This is an optimization exercise on Yosys and OpenROAD, whose aim is small area, a short achievable clock period and few clock cycles per item, not a production implementation.
Where RTL was checked, it was by simulation tests only, not by an equivalence proof against the original.
No functional check of the RTL was part of run 1.
Power and IR drop assume default switching activity.

==> flow/design.v (outline; a module is shown in full before it is edited, if it fits) <==
// module voler_mac: 238 lines
// module vm_booth: 1034 lines
// module vm_csa: 7 lines
// module vm_ha: 4 lines
// module vm_pp: 3 lines
// module vm_fa: 4 lines
module voler_mac (
    input  wire        clk,
    input  wire        rst,
    input  wire        in_valid,
    output wire        in_ready,
    input  wire [31:0] in_instr,
    input  wire [23:0] in_x0,
    input  wire [23:0] in_y0,
    input  wire [23:0] in_x1,
    input  wire [23:0] in_y1,
    output reg         out_valid,
    output reg  [23:0] out_data
);
  // ...
==> flow/flow/run.sh <==
#!/bin/bash
# The standard layout (standard.sh), with repair_timing asked for extra
# setup margin at the design's clock period; the SDC is not changed.
# Make's output goes to flow_make.log here; ORFS keeps each step's full log
# under orfs/logs.
set -euo pipefail
MARGIN=15
bash standard.sh SETUP_SLACK_MARGIN=$MARGIN finish > flow_make.log 2>&1
==> flow/standard.sh <==
#!/bin/bash
# synth_recipe.tcl (not shown) runs the flow's synth.tcl, then flattens the netlist and writes it again
# the make line also repeats each setting of config.mk as NAME=value (left out here)
make -C /OpenROAD-flow-scripts/flow DESIGN_CONFIG=/design/flow/config.mk WORK_HOME=/design/flow/orfs CLKGATE_MAP_FILE= SYNTH_SCRIPT=/design/flow/synth_recipe.tcl "${@:-finish}"
==> flow/config.mk <==
export PLATFORM = sky130hd
export DESIGN_NAME = voler_mac
export DESIGN_NICKNAME = voler_mac
export VERILOG_FILES = /design/flow/design.v
export SDC_FILE = /design/flow/constraint.sdc
export NUM_CORES = 4
export LEC_CHECK = 0
export CAP_MARGIN = 20
export CORE_MARGIN = 2
export CORE_UTILIZATION = 40
export SLEW_MARGIN = 20
export SYNTH_HIERARCHICAL = 1
==> flow/constraint.sdc <==
create_clock -name core_clock -period 20.0 [get_ports {clk}]
set_input_delay 4.0000 -clock core_clock [delete_from_list [all_inputs] [get_ports {clk}]]
set_output_delay 4.0000 -clock core_clock [all_outputs]
set_load 0.01 [all_outputs]
==> flow_summary.toml, run 1 <==
[place]
port_buffers = 151

[status]
status = "no timing/DRC/antenna violations"

[floorplan]
well_tap_count = 2310
core_um2 = 172000
die_w_um = 420

[critical_path]
critPathBufInv = 6
worst-r2r-cell-count = 23
r2r_start = "a1[0]"
critPathSlowestCell = "mux4_4"
r2r_slack_ns = 14.10

[final_layout]
multiInputGateArea_um2 = 54600
num_antenna_cells = 8
seq_area_um2 = 15200
final_cell_mix = "xnor2_1, fa_1, a22oi_2"
area_share_nonclk_buffers_pct = 5.98

[global_route]
antenna_found_initial = 23
top_usage_layer = "met2"

[detailed_routing]
drtIter0Drc = 6733

[power_and_ir_drop]
combPwrFrac_pct = 74.3
clkPwrFrac_pct = 10.2
leakage_nw = 29.0
p_clk_mw = 1.50

[hold_path]
min_path_type = "flip-flop to flip-flop"
holdCritStartpoint = "f0[15]"

[timing]
rsz0062_at_grt = "true"
==> module voler_mac, before the edit <==
module voler_mac (
    input  wire        clk,
    input  wire        rst,
    input  wire        in_valid,
    output wire        in_ready,
    input  wire [31:0] in_instr,
    input  wire [23:0] in_x0,
    input  wire [23:0] in_y0,
    input  wire [23:0] in_x1,
    input  wire [23:0] in_y1,
    output reg         out_valid,
    output reg  [23:0] out_data
);
    assign in_ready = 1'b1;
    reg        v0;
    reg [7:0]  op0;
    reg [23:0] f0;
    reg [24:0] x0_0, x1_0;
    reg [23:0] y0_0, y1_0;
    reg        dbl0;           
    reg        sub0_0, sub1_0;  
    reg        frac_fe;        
    wire       s0_dstart = v0 && op0 == 8'h03;
    wire       s0_wfrac  = v0 && op0 == 8'h51 && f0[6];
    wire       frac_nx   = (s0_dstart || s0_wfrac) ? f0[2] : frac_fe;
    always @(posedge clk) begin
        if (rst) begin
            v0      <= 1'b0;
            frac_fe <= 1'b1;
        end else begin
            v0      <= in_valid;
            frac_fe <= frac_nx;
        end
        op0  <= in_instr[31:24];
        f0   <= in_instr[23:0];
        x0_0 <= frac_nx ? {in_x0, 1'b0} : {in_x0[23], in_x0};
        x1_0 <= frac_nx ? {in_x1, 1'b0} : {in_x1[23], in_x1};
        dbl0 <= frac_nx;
        sub0_0 <= (in_instr[31:24] == 8'h42) ? in_instr[3] : in_instr[21];
        sub1_0 <= (in_instr[31:24] == 8'h41) ? in_instr[21] : in_instr[2];
        y0_0 <= in_y0;
        y1_0 <= in_y1;
    end
    wire d_mac   = op0 == 8'h40 || op0 == 8'h43;
    wire d_mac2  = op0 == 8'h41;
    wire d_dmac  = op0 == 8'h42;
    wire d_tapx  = op0 == 8'h44;
    wire d_adda  = op0 == 8'h48;
    wire d_accld = op0 == 8'h49;
    wire d_ash   = op0 == 8'h4A;
    wire d_rda   = op0 == 8'h4B;
    wire d_sta   = op0 == 8'h23;
    wire d_rdesr = op0 == 8'h50;
    wire d_wresr = op0 == 8'h51;
    wire d_end   = op0 == 8'h02;
    wire d_dstart= op0 == 8'h03;
    wire [57:0] ms0, mc0, ms1, mc1;
    vm_booth mul0 (.x(x0_0), .y(y0_0), .sub(sub0_0), .s(ms0), .c(mc0));
    vm_booth mul1 (.x(x1_0), .y(y1_0), .sub(sub1_0), .s(ms1), .c(mc1));
    reg        v1;
    reg [47:0] s0_1, c0_1, s1_1, c1_1;
    reg [23:0] ldx_1;
    reg [1:0]  a1, b1;
    reg        e_acc, e_dmac, e_adda, e_accld, e_ash, e_rd, e_esr, e_end, e_wresr, e_dstart;
    reg        e_clr, e_suba, e_subb, e_mac2, e_rnd, e_lim;
    reg [1:0]  e_view;
    reg [2:0]  e_pos;
    reg [4:0]  e_k;
    reg [4:0]  e_sh;           
    reg        frac, cmpat, satacc;
    always @(posedge clk) begin
        if (rst) begin
            v1     <= 1'b0;
            frac   <= 1'b1;
            cmpat  <= 1'b0;
            satacc <= 1'b0;
        end else begin
            v1 <= v0;
            if (v0 && d_dstart) begin
                satacc <= f0[0];
                cmpat  <= f0[1];
                frac   <= f0[2];
            end
            if (v0 && d_wresr) begin
                if (f0[4]) satacc <= f0[0];
                if (f0[5]) cmpat  <= f0[1];
                if (f0[6]) frac   <= f0[2];
            end
        end
        s0_1   <= ms0[47:0];
        c0_1   <= {mc0[47:2], 1'b0, mc0[0]};
        s1_1   <= ms1[47:0];
        c1_1   <= {mc1[47:2], 1'b0, mc1[0]};
        ldx_1  <= dbl0 ? x0_0[24:1] : x0_0[23:0];
        a1     <= f0[23:22];
        b1     <= f0[21:20];
        e_acc  <= d_mac || d_mac2 || d_dmac || d_tapx || d_adda;
        e_dmac <= d_dmac;
        e_adda <= d_adda;
        e_mac2 <= d_mac2;
        e_accld<= d_accld;
        e_ash  <= d_ash;
        e_rd   <= d_rda || d_sta;
        e_lim  <= d_sta || (d_rda && f0[20:19] == 2'd0);
        e_view <= d_sta ? 2'd0 : f0[20:19];
        e_rnd  <= f0[21];
        e_esr  <= d_rdesr;
        e_end  <= d_end;
        e_wresr<= d_wresr;
        e_dstart <= d_dstart;
        e_clr  <= (d_mac || d_mac2) && f0[20];
        e_suba <= d_dmac ? f0[3] : d_adda ? f0[19] : f0[21];
        e_subb <= f0[2];
        e_pos  <= f0[15:13];
        e_k    <= f0[12:8];
        e_sh   <= 5'd8 - f0[12:8];
    end
    reg [55:0] accr0, accr1, accr2, accr3;
    reg [1:0]  st0, st1, st2, st3;
    reg [3:0]  ovg;
    reg        lflag;
    reg [55:0] raw_a, raw_b;
    reg [1:0]  sta, stb;
    always @(*) begin
        case (a1)
            2'd0: begin raw_a = accr0; sta = st0; end
            2'd1: begin raw_a = accr1; sta = st1; end
            2'd2: begin raw_a = accr2; sta = st2; end
            default: begin raw_a = accr3; sta = st3; end
        endcase
        case (b1)
            2'd0: begin raw_b = accr0; stb = st0; end
            2'd1: begin raw_b = accr1; stb = st1; end
            2'd2: begin raw_b = accr2; stb = st2; end
            default: begin raw_b = accr3; stb = st3; end
        endcase
    end
    wire        keep_a = sta == 2'd0;
    wire        keep_b = stb == 2'd0;
    wire [55:0] acc_a  = ({56{keep_a}} & raw_a) | {sta == 2'd2, {55{sta == 2'd1}}};
    wire [55:0] acc_b  = ({56{keep_b}} & raw_b) | {stb == 2'd2, {55{stb == 2'd1}}};
    wire        m2  = e_mac2;
    wire [47:0] u2  = s1_1 & {48{m2}};
    wire [47:0] u3  = c1_1 & {48{m2}};
    wire [47:0] l1s, l1k, l2s, l2k, l3s, l3k, lbs, lbk;
    vm_csa #(48) csa1 (.a(s0_1), .b(c0_1), .c(u2), .s(l1s), .k(l1k));
    vm_csa #(48) csa2 (.a(l1s), .b({l1k[46:0], 1'b0}), .c(u3), .s(l2s), .k(l2k));
    wire [57:0] p2s = {9'h1FF, ~m2 ^ l1k[47], l2s};
    wire [57:0] p2k = {8'h00, ~m2 & l1k[47], l2k, 1'b0};
    wire        sa  = e_suba;
    wire [57:0] pa  = e_adda ? ({{2{acc_b[55]}}, acc_b} ^ {58{sa}}) : p2s;
    wire [57:0] qa  = e_adda ? 58'd0 : p2k;
    wire [57:0] base_a = e_clr ? 58'd0 : {{2{acc_a[55]}}, acc_a};
    vm_csa #(48) csa3 (.a(pa[47:0]), .b(qa[47:0]), .c(base_a[47:0]), .s(l3s), .k(l3k));
    wire [9:0]  h3s = pa[57:48] ^ qa[57:48] ^ base_a[57:48];
    wire [9:0]  h3k = (pa[57:48] & qa[57:48]) | (pa[57:48] & base_a[57:48]) | (qa[57:48] & base_a[57:48]);
    wire [57:0] sum_a = {h3s, l3s} + {h3k[8:0], l3k, 1'b0} + {57'd0, e_adda & sa};
    wire        ovf_a = (sum_a[57:55] != 3'b000) && (sum_a[57:55] != 3'b111);
    wire [57:0] base_b = {{2{acc_b[55]}}, acc_b};
    vm_csa #(48) csab (.a(s1_1), .b(c1_1), .c(base_b[47:0]), .s(lbs), .k(lbk));
    wire [57:0] sum_b  = {~base_b[57:48], lbs} + {base_b[56:48], lbk, 1'b0};
    wire        ovf_b  = (sum_b[57:55] != 3'b000) && (sum_b[57:55] != 3'b111);
    wire [1:0]  tag_b  = (ovf_b && satacc) ? (sum_b[57] ? 2'd2 : 2'd1) : 2'd0;
    wire signed [71:0] ash_x   = {{8{acc_a[55]}}, acc_a, 8'd0};
    wire        [71:0] ash_r   = ash_x >>> e_sh;
    wire               ash_ovf = (ash_r[63:55] != 9'h000) && (ash_r[63:55] != 9'h1FF);
    wire [23:0] ldx = ldx_1;
    reg  [55:0] ld_res;
    always @(*) begin
        ld_res = acc_a;
        case (e_pos)
            3'd0: ld_res = {{32{ldx[23]}}, ldx};
            3'd1: ld_res = {{8{ldx[23]}}, ldx, 24'd0};
            3'd2: ld_res[55:32] = ldx;
            3'd3: ld_res[31:8]  = ldx;
            3'd4: ld_res[7:0]   = ldx[7:0];
            default: ;
        endcase
    end
    wire signed [32:0] lr_floor = {acc_a[55], acc_a[55:24]};
    wire        [23:0] lr_rem   = acc_a[23:0];
    wire               lr_up    = e_rnd && ((lr_rem > 24'h800000) ||
                                  ((lr_rem == 24'h800000) && (cmpat || lr_floor[0])));
    wire signed [32:0] lr_round = lr_floor + (lr_up ? 33'sd1 : 33'sd0);
    wire               lr_hi    = (lr_round > 33'sd8388607);
    wire               lr_lo    = (lr_round < -33'sd8388608);
    wire        [23:0] lr_val   = lr_hi ? 24'h7FFFFF :
                                  lr_lo ? 24'h800000 : lr_round[23:0];
    reg [23:0] rd_val;
    always @(*) begin
        case (e_view)
            2'd0: rd_val = lr_val;
            2'd1: rd_val = acc_a[55:32];
            2'd2: rd_val = acc_a[31:8];
            default: rd_val = {16'd0, acc_a[7:0]};
        endcase
    end
    wire [23:0] esr_word    = {11'd0, lflag, ovg, 5'd0, frac, cmpat, satacc};
    wire [23:0] status_word = {15'd0, satacc, cmpat, frac, 1'b0, lflag, ovg};
    wire        wr_a  = v1 && (e_acc || e_accld || e_ash);
    wire        wr_b  = v1 && e_dmac;
    wire [55:0] new_a = e_acc ? sum_a[55:0] : e_ash ? ash_r[55:0] : ld_res;
    wire        ov_a  = e_acc ? ovf_a : e_ash ? ash_ovf : 1'b0;
    wire        neg_a = e_acc ? sum_a[57] : ash_r[63];
    wire [1:0]  tag_a = (ov_a && satacc) ? (neg_a ? 2'd2 : 2'd1) : 2'd0;
    wire [55:0] res_b = sum_b[55:0];
    wire [3:0]  wa = {4{wr_a}} & (4'd1 << a1);
    wire [3:0]  wb = {4{wr_b}} & (4'd1 << b1);
    always @(posedge clk) begin
        if (wa[0]) accr0 <= new_a; else if (wb[0]) accr0 <= res_b;
        if (wa[1]) accr1 <= new_a; else if (wb[1]) accr1 <= res_b;
        if (wa[2]) accr2 <= new_a; else if (wb[2]) accr2 <= res_b;
        if (wa[3]) accr3 <= new_a; else if (wb[3]) accr3 <= res_b;
    end
    always @(posedge clk) begin
        if (rst) begin
            st0 <= 2'd3; st1 <= 2'd3; st2 <= 2'd3; st3 <= 2'd3;
            ovg <= 4'd0;
            lflag <= 1'b0;
            out_valid <= 1'b0;
        end else begin
            if (wa[0]) st0 <= tag_a; else if (wb[0]) st0 <= tag_b;
            if (wa[1]) st1 <= tag_a; else if (wb[1]) st1 <= tag_b;
            if (wa[2]) st2 <= tag_a; else if (wb[2]) st2 <= tag_b;
            if (wa[3]) st3 <= tag_a; else if (wb[3]) st3 <= tag_b;
            if (v1 && (e_wresr || e_dstart)) begin
                ovg <= e_dstart ? 4'd0 : ovg & ~e_k[3:0];
                if (e_dstart || e_k[4]) lflag <= 1'b0;
            end else begin
                if (wr_a && ov_a) ovg[a1] <= 1'b1;
                if (wr_b && ovf_b) ovg[b1] <= 1'b1;
                if (v1 && e_rd && e_lim && (lr_hi || lr_lo)) lflag <= 1'b1;
            end
            out_valid <= v1 && (e_rd || e_esr || e_end);
        end
        out_data <= e_rd ? rd_val : e_esr ? esr_word : status_word;
    end
endmodule
==> inputs of run 2 (changes only) <==
--- a/flow/design.v
+++ b/flow/design.v
@@ -58,7 +58,7 @@
     vm_booth mul0 (.x(x0_0), .y(y0_0), .sub(sub0_0), .s(ms0), .c(mc0));
     vm_booth mul1 (.x(x1_0), .y(y1_0), .sub(sub1_0), .s(ms1), .c(mc1));
     reg        v1;
-    reg [47:0] s0_1, c0_1, s1_1, c1_1;
+    reg [57:0] s0_1, c0_1, s1_1, c1_1;
     reg [23:0] ldx_1;
     reg [1:0]  a1, b1;
     reg        e_acc, e_dmac, e_adda, e_accld, e_ash, e_rd, e_esr, e_end, e_wresr, e_dstart;
@@ -66,7 +66,6 @@
     reg [1:0]  e_view;
     reg [2:0]  e_pos;
     reg [4:0]  e_k;
-    reg [4:0]  e_sh;           
     reg        frac, cmpat, satacc;
     always @(posedge clk) begin
         if (rst) begin
@@ -87,10 +86,10 @@
                 if (f0[6]) frac   <= f0[2];
             end
         end
-        s0_1   <= ms0[47:0];
-        c0_1   <= {mc0[47:2], 1'b0, mc0[0]};
-        s1_1   <= ms1[47:0];
-        c1_1   <= {mc1[47:2], 1'b0, mc1[0]};
+        s0_1   <= ms0;
+        c0_1   <= mc0;
+        s1_1   <= ms1;
+        c1_1   <= mc1;
         ldx_1  <= dbl0 ? x0_0[24:1] : x0_0[23:0];
         a1     <= f0[23:22];
         b1     <= f0[21:20];
@@ -113,57 +112,55 @@
         e_subb <= f0[2];
         e_pos  <= f0[15:13];
         e_k    <= f0[12:8];
-        e_sh   <= 5'd8 - f0[12:8];
     end
-    reg [55:0] accr0, accr1, accr2, accr3;
-    reg [1:0]  st0, st1, st2, st3;
+    reg [55:0] acc0, acc1, acc2, acc3;
     reg [3:0]  ovg;
     reg        lflag;
-    reg [55:0] raw_a, raw_b;
-    reg [1:0]  sta, stb;
+    reg [55:0] acc_a, acc_b;
     always @(*) begin
         case (a1)
-            2'd0: begin raw_a = accr0; sta = st0; end
-            2'd1: begin raw_a = accr1; sta = st1; end
-            2'd2: begin raw_a = accr2; sta = st2; end
-            default: begin raw_a = accr3; sta = st3; end
+            2'd0: acc_a = acc0;
+            2'd1: acc_a = acc1;
+            2'd2: acc_a = acc2;
+            default: acc_a = acc3;
         endcase
         case (b1)
-            2'd0: begin raw_b = accr0; stb = st0; end
-            2'd1: begin raw_b = accr1; stb = st1; end
-            2'd2: begin raw_b = accr2; stb = st2; end
-            default: begin raw_b = accr3; stb = st3; end
+            2'd0: acc_b = acc0;
+            2'd1: acc_b = acc1;
+            2'd2: acc_b = acc2;
+            default: acc_b = acc3;
         endcase
     end
-    wire        keep_a = sta == 2'd0;
-    wire        keep_b = stb == 2'd0;
-    wire [55:0] acc_a  = ({56{keep_a}} & raw_a) | {sta == 2'd2, {55{sta == 2'd1}}};
-    wire [55:0] acc_b  = ({56{keep_b}} & raw_b) | {stb == 2'd2, {55{stb == 2'd1}}};
     wire        m2  = e_mac2;
-    wire [47:0] u2  = s1_1 & {48{m2}};
-    wire [47:0] u3  = c1_1 & {48{m2}};
-    wire [47:0] l1s, l1k, l2s, l2k, l3s, l3k, lbs, lbk;
-    vm_csa #(48) csa1 (.a(s0_1), .b(c0_1), .c(u2), .s(l1s), .k(l1k));
-    vm_csa #(48) csa2 (.a(l1s), .b({l1k[46:0], 1'b0}), .c(u3), .s(l2s), .k(l2k));
-    wire [57:0] p2s = {9'h1FF, ~m2 ^ l1k[47], l2s};
-    wire [57:0] p2k = {8'h00, ~m2 & l1k[47], l2k, 1'b0};
+    wire [57:0] u2  = s1_1 & {58{m2}};
+    wire [57:0] u3  = c1_1 & {58{m2}};
+    wire [57:0] l1s, l1k, l2s, l2k, l3s, l3k, lbs, lbk;
+    vm_csa #(58) csa1 (.a(s0_1), .b(c0_1), .c(u2), .s(l1s), .k(l1k));
+    vm_csa #(58) csa2 (.a(l1s), .b({l1k[56:0], 1'b0}), .c(u3), .s(l2s), .k(l2k));
     wire        sa  = e_suba;
-    wire [57:0] pa  = e_adda ? ({{2{acc_b[55]}}, acc_b} ^ {58{sa}}) : p2s;
-    wire [57:0] qa  = e_adda ? 58'd0 : p2k;
+    wire [57:0] pa  = e_adda ? ({{2{acc_b[55]}}, acc_b} ^ {58{sa}}) : l2s;
+    wire [57:0] qa  = e_adda ? 58'd0 : {l2k[56:0], 1'b0};
     wire [57:0] base_a = e_clr ? 58'd0 : {{2{acc_a[55]}}, acc_a};
-    vm_csa #(48) csa3 (.a(pa[47:0]), .b(qa[47:0]), .c(base_a[47:0]), .s(l3s), .k(l3k));
-    wire [9:0]  h3s = pa[57:48] ^ qa[57:48] ^ base_a[57:48];
-    wire [9:0]  h3k = (pa[57:48] & qa[57:48]) | (pa[57:48] & base_a[57:48]) | (qa[57:48] & base_a[57:48]);
-    wire [57:0] sum_a = {h3s, l3s} + {h3k[8:0], l3k, 1'b0} + {57'd0, e_adda & sa};
+    vm_csa #(58) csa3 (.a(pa), .b(qa), .c(base_a), .s(l3s), .k(l3k));
+    wire [57:0] sum_a = l3s + {l3k[56:0], 1'b0} + {57'd0, e_adda & sa};
     wire        ovf_a = (sum_a[57:55] != 3'b000) && (sum_a[57:55] != 3'b111);
+    wire [55:0] res_a = (ovf_a && satacc) ? {sum_a[57], {55{!sum_a[57]}}} : sum_a[55:0];
     wire [57:0] base_b = {{2{acc_b[55]}}, acc_b};
-    vm_csa #(48) csab (.a(s1_1), .b(c1_1), .c(base_b[47:0]), .s(lbs), .k(lbk));
-    wire [57:0] sum_b  = {~base_b[57:48], lbs} + {base_b[56:48], lbk, 1'b0};
+    vm_csa #(58) csab (.a(s1_1), .b(c1_1), .c(base_b), .s(lbs), .k(lbk));
+    wire [57:0] sum_b  = lbs + {lbk[56:0], 1'b0};
     wire        ovf_b  = (sum_b[57:55] != 3'b000) && (sum_b[57:55] != 3'b111);
-    wire [1:0]  tag_b  = (ovf_b && satacc) ? (sum_b[57] ? 2'd2 : 2'd1) : 2'd0;
-    wire signed [71:0] ash_x   = {{8{acc_a[55]}}, acc_a, 8'd0};
-    wire        [71:0] ash_r   = ash_x >>> e_sh;
-    wire               ash_ovf = (ash_r[63:55] != 9'h000) && (ash_r[63:55] != 9'h1FF);
+    wire [55:0] res_b  = (ovf_b && satacc) ? {sum_b[57], {55{!sum_b[57]}}} : sum_b[55:0];
+    wire signed [63:0] ash_wide  = {{8{acc_a[55]}}, acc_a};
+    wire        [3:0]  ash_left  = e_k[3:0];
+    wire        [3:0]  ash_right = 4'd0 - e_k[3:0];
+    wire signed [63:0] ash_l = ash_wide <<< ash_left;
+    wire signed [63:0] ash_r = ash_wide >>> ash_right;
+    wire               ash_ovf = e_k[4] ? 1'b0 :
+                                 (ash_l[63:55] != 9'h000) && (ash_l[63:55] != 9'h1FF);
+    wire        [55:0] ash_res = e_k[4] ? ash_r[55:0] :
+                                 !ash_ovf ? ash_l[55:0] :
+                                 !satacc  ? ash_l[55:0] :
+                                 ash_l[63] ? {1'b1, 55'd0} : {1'b0, {55{1'b1}}};
     wire [23:0] ldx = ldx_1;
     reg  [55:0] ld_res;
     always @(*) begin
@@ -199,30 +196,19 @@
     wire [23:0] status_word = {15'd0, satacc, cmpat, frac, 1'b0, lflag, ovg};
     wire        wr_a  = v1 && (e_acc || e_accld || e_ash);
     wire        wr_b  = v1 && e_dmac;
-    wire [55:0] new_a = e_acc ? sum_a[55:0] : e_ash ? ash_r[55:0] : ld_res;
+    wire [55:0] new_a = e_acc ? res_a : e_ash ? ash_res : ld_res;
     wire        ov_a  = e_acc ? ovf_a : e_ash ? ash_ovf : 1'b0;
-    wire        neg_a = e_acc ? sum_a[57] : ash_r[63];
-    wire [1:0]  tag_a = (ov_a && satacc) ? (neg_a ? 2'd2 : 2'd1) : 2'd0;
-    wire [55:0] res_b = sum_b[55:0];
-    wire [3:0]  wa = {4{wr_a}} & (4'd1 << a1);
-    wire [3:0]  wb = {4{wr_b}} & (4'd1 << b1);
-    always @(posedge clk) begin
-        if (wa[0]) accr0 <= new_a; else if (wb[0]) accr0 <= res_b;
-        if (wa[1]) accr1 <= new_a; else if (wb[1]) accr1 <= res_b;
-        if (wa[2]) accr2 <= new_a; else if (wb[2]) accr2 <= res_b;
-        if (wa[3]) accr3 <= new_a; else if (wb[3]) accr3 <= res_b;
-    end
     always @(posedge clk) begin
         if (rst) begin
-            st0 <= 2'd3; st1 <= 2'd3; st2 <= 2'd3; st3 <= 2'd3;
+            acc0 <= 56'd0; acc1 <= 56'd0; acc2 <= 56'd0; acc3 <= 56'd0;
             ovg <= 4'd0;
             lflag <= 1'b0;
             out_valid <= 1'b0;
         end else begin
-            if (wa[0]) st0 <= tag_a; else if (wb[0]) st0 <= tag_b;
-            if (wa[1]) st1 <= tag_a; else if (wb[1]) st1 <= tag_b;
-            if (wa[2]) st2 <= tag_a; else if (wb[2]) st2 <= tag_b;
-            if (wa[3]) st3 <= tag_a; else if (wb[3]) st3 <= tag_b;
+            if (wr_a && a1 == 2'd0) acc0 <= new_a; else if (wr_b && b1 == 2'd0) acc0 <= res_b;
+            if (wr_a && a1 == 2'd1) acc1 <= new_a; else if (wr_b && b1 == 2'd1) acc1 <= res_b;
+            if (wr_a && a1 == 2'd2) acc2 <= new_a; else if (wr_b && b1 == 2'd2) acc2 <= res_b;
+            if (wr_a && a1 == 2'd3) acc3 <= new_a; else if (wr_b && b1 == 2'd3) acc3 <= res_b;
             if (v1 && (e_wresr || e_dstart)) begin
                 ovg <= e_dstart ? 4'd0 : ovg & ~e_k[3:0];
                 if (e_dstart || e_k[4]) lflag <= 1'b0;
==> flow/run.sh (new file) <==
#!/bin/bash
# synth_recipe.tcl (not shown) runs the flow's synth.tcl, then flattens the netlist and writes it again
# the make line also repeats each setting of config.mk as NAME=value (left out here)
make -C /OpenROAD-flow-scripts/flow DESIGN_CONFIG=/design/flow/config.mk WORK_HOME=/design/flow/orfs CLKGATE_MAP_FILE= SYNTH_SCRIPT=/design/flow/synth_recipe.tcl finish
removed: flow/flow/run.sh
removed: flow/standard.sh
==> flow_summary.toml, run 2 <==
[detailed_routing]
remaining_drc_errors = 0
drt_wl_total_um = 317000
firstDrtPassIters = 6
drtAntennaViolNets = 0
vias = 63100
avgViaCountPerCell = 6.53
wl_per_cell_um = 32.8
drtIter0Drc = 7414

[yosys]
synth_compound_area_share_pct = 25.2
synth_edf_count = 0
synthArstFlopShare_pct = 0
synthSimpleGateAreaFrac_pct = 9.52
synth_area_leaders = "fa_1, dfxtp_1, a22oi_2, xnor2_1, mux4_2"
yosysSeqAreaShare_pct = 18.4
yosysMostFrequentCell = "xnor2_1"
synth_top_family_by_area = "compound AO/OA/AOI/OAI gates"
synthDistinctLibCells = 100
yosys.area.top_type = "fa_1"
synthCells = 7316
synthTopCellsByCount = "xnor2_1, fa_1, dfxtp_1, a22oi_2, nor2_1"
synth_fa_ha_area_share_pct = 22.7
synth.top_cell.area_share_pct = 19.5
synthMuxAreaShare_pct = 9.03
synth_xor_area_share_pct = 10.2
yosys_register_bits = 673
synth.avg_cell_area_um2 = 10.0
yosys_warnings = 7
synth_top_flop_cell = "dfxtp_1"
syn-cell-area_um2 = 73400

[floorplan]
io_pins = 157
core_um2 = 183000
fp.dieH_um = 432
rows = 157
die_w_um = 432
die_area_um2 = 187000
start_util_pct = 40.2

[critical_path]
startpoint_type = "flip-flop"
crit_fanout = 35
r2r_slack_ns = 10.77
cp.required_ns = 20.66
worst-setup-path-type = "flip-flop to flip-flop"
critPathArrivalTime_ns = 9.90
crit_path_end_kind = "flip-flop"

[final_layout]
layout_commonest_cell = "xnor2_1"
multiInputGateArea_um2 = 57900
seq_area_um2 = 13500
syn2layout_area_growth_pct = 9.79
final_cell_mix = "xnor2_1, fa_1, dfxtp_1"
finalCoreUtilization_pct = 44.1
drive_above_1_share_pct = 20.2
num-nets-final = 8240
num-fill-cells = 17500
fin_cells = 9670

[cts]
ctsLongestPathBuffers = 3
cts_resized = 0
cts_root_buf = "clkbuf_16"
cts_buffers = 81
clk_pin_slew_ns = 0.06
h-tree-depth = 3
cts_num_sinks = 673
worst_skew_pair.late_latency_ns = 0.77
post_cts_buffers = 0
cts_tree = "done"
ctsHoldBuffers = 0

[timing]
tns_ns = 0
relSlewSlack_pct = 17.1
rsz0062_at_grt = "false"
period_share_pct = 46.2
post-route-min-period_ns = 9.23
hold_violations = 0
setup_viol = 0
fin_skew_ns = 0.0507
tightest_slew_ns = 1.24
max_freq_mhz = 108
timing_max_transition_violations_final = 0
whs_ns = 0.324

[status]
status = "no timing/DRC/antenna violations"

[global_route]
first_global_vias = 61700
grtUsageTotal_pct = 33.2
grt_pass1_wl_um = 452000
grt-ovfl-total = 0
grt_start_max_net_pins = 97
antenna_found_initial = 35

[run]
drv_cap = 0

[place]
place.gp.congestion = 1.03
place_hpwl_um = 227000
dp_cells = 9511
port_buffers = 151

[power_and_ir_drop]
peakVddDrop_v = 0.000163
p_total_mw = 12.8
powerDensity_nw_per_um2 = 159
leakage_nw = 28.5

[hold_path]
min_path_type = "flip-flop to flip-flop"
run 2: layout make-up:
class	count	area share [%]
inverter	81	0.377
tap	2385	3.70
timing repair buffer	367	3.89
antenna	13	0.0404
sequential	673	16.8
multi-input combinational	6005	71.9
clock inverter	38	0.543
clock buffer	108	2.80
run 2: path summary, 6_finish.rpt:
check,from,end,cells past startpoint
min,f0[15],e_pos[2],0
max reg2reg,b1[0],acc0[12],16
min reg2reg,f0[15],e_pos[2],0
max,b1[0],acc0[12],16
run 2: stage by stage:
stage	cell area [um^2]	setup WS, ns
CTS	80500	11.10
global placement	77800	11.23
detailed placement	77800	11.17
global route	80600	10.71
floorplan	73700	13.69
finish	80600	10.77
run 2: Yosys stat by module, one instance, submodules excluded, a selection:
module | flops+latches | area [um^2] | times used | cells
vm_ha | 0 | 12.5 | 68 | 1
vm_fa | 0 | 20.0 | 714 | 1
vm_booth | 0 | 1340 | 2 | 187
voler_mac | 673 | 42300 | 1 | 4912
vm_pp | 0 | 21.3 | 624 | 2
run 2: cells by family after synthesis:
logic type                 count (synthesis)
AOI/OAI and AO/OA                       2244
other                                      6
adders and majority gates                901
and+or+nand+nor                         1453
xor gates and xnor gates                 852
muxes                                    462
DFF                                      673
buffers and inverters                    725
run 2: critical path, stage by stage (launching register included):
cell and delay, ns:
dfxtp_2 0.99, buf_4 0.71, mux4_2 0.71, fa_1 0.68, ha_1 0.30, a211oi_1 0.63, o21ai_0 0.21, o211ai_1 0.25
o31ai_1 0.26, nor2_1 0.58, o21ai_1 0.31, a311oi_1 0.87, nand4_1 0.66, nand3_1 0.99, buf_4 0.42, a211oi_1 0.12
o32ai_1 0.31
run 2: layer usage:
layer  part of all wire [%]  global-route usage [%]  vias to the layer above
li1                       -                       -                    26300
met1                     38                    42.5                    31700
met2                     42                    49.0                     4089
met3                     11                    8.30                      939
met4                    8.5                    23.2                       38
met5                  0.098                       0                        -
run 2: where the power goes:
| part | internal [mW] | switching (mW) |
|---|---|---|
| clock | 0.847 | 0.687 |
| combinational | 3.59 | 5.55 |
| sequential | 1.69 | 0.426 |
| total | 6.13 | 6.66 |
Testbench counts of run 2, summed over its fixed seeds: cycles 160,024, items 160,000.

## re-timing with driven ports
No port has a modelled driver above. Below, the same layouts with a new extraction and two added sets of constraints.
Step 1: set_driving_cell puts a clkbuf_16 on clk and a buf_2 on each other input, an assumption about the parent block.
Step 2, shift: input delay + t, output delay - t, t = (earliest + latest rising clock arrival at the registers) / 2. This alone moves slack from input paths to output paths.
Slacks: ideal ports / drivers / drivers and shift; pairs: ideal ports / drivers.
| run | t, ns | slack for setup (ns) | worst hold slack (ns) | worst slew at a driven data input, ns |
|---|---|---|---|---|
| run 1 | 0.799 | 14.098 / 14.098 / 14.098 | 0.324 / 0.324 / 0.324 | 0.06 |
| run 2 | 0.832 | 10.766 / 10.766 / 10.766 | 0.324 / 0.324 / 0.324 | 0.06 |
After both steps setup and hold are still met in every run listed.
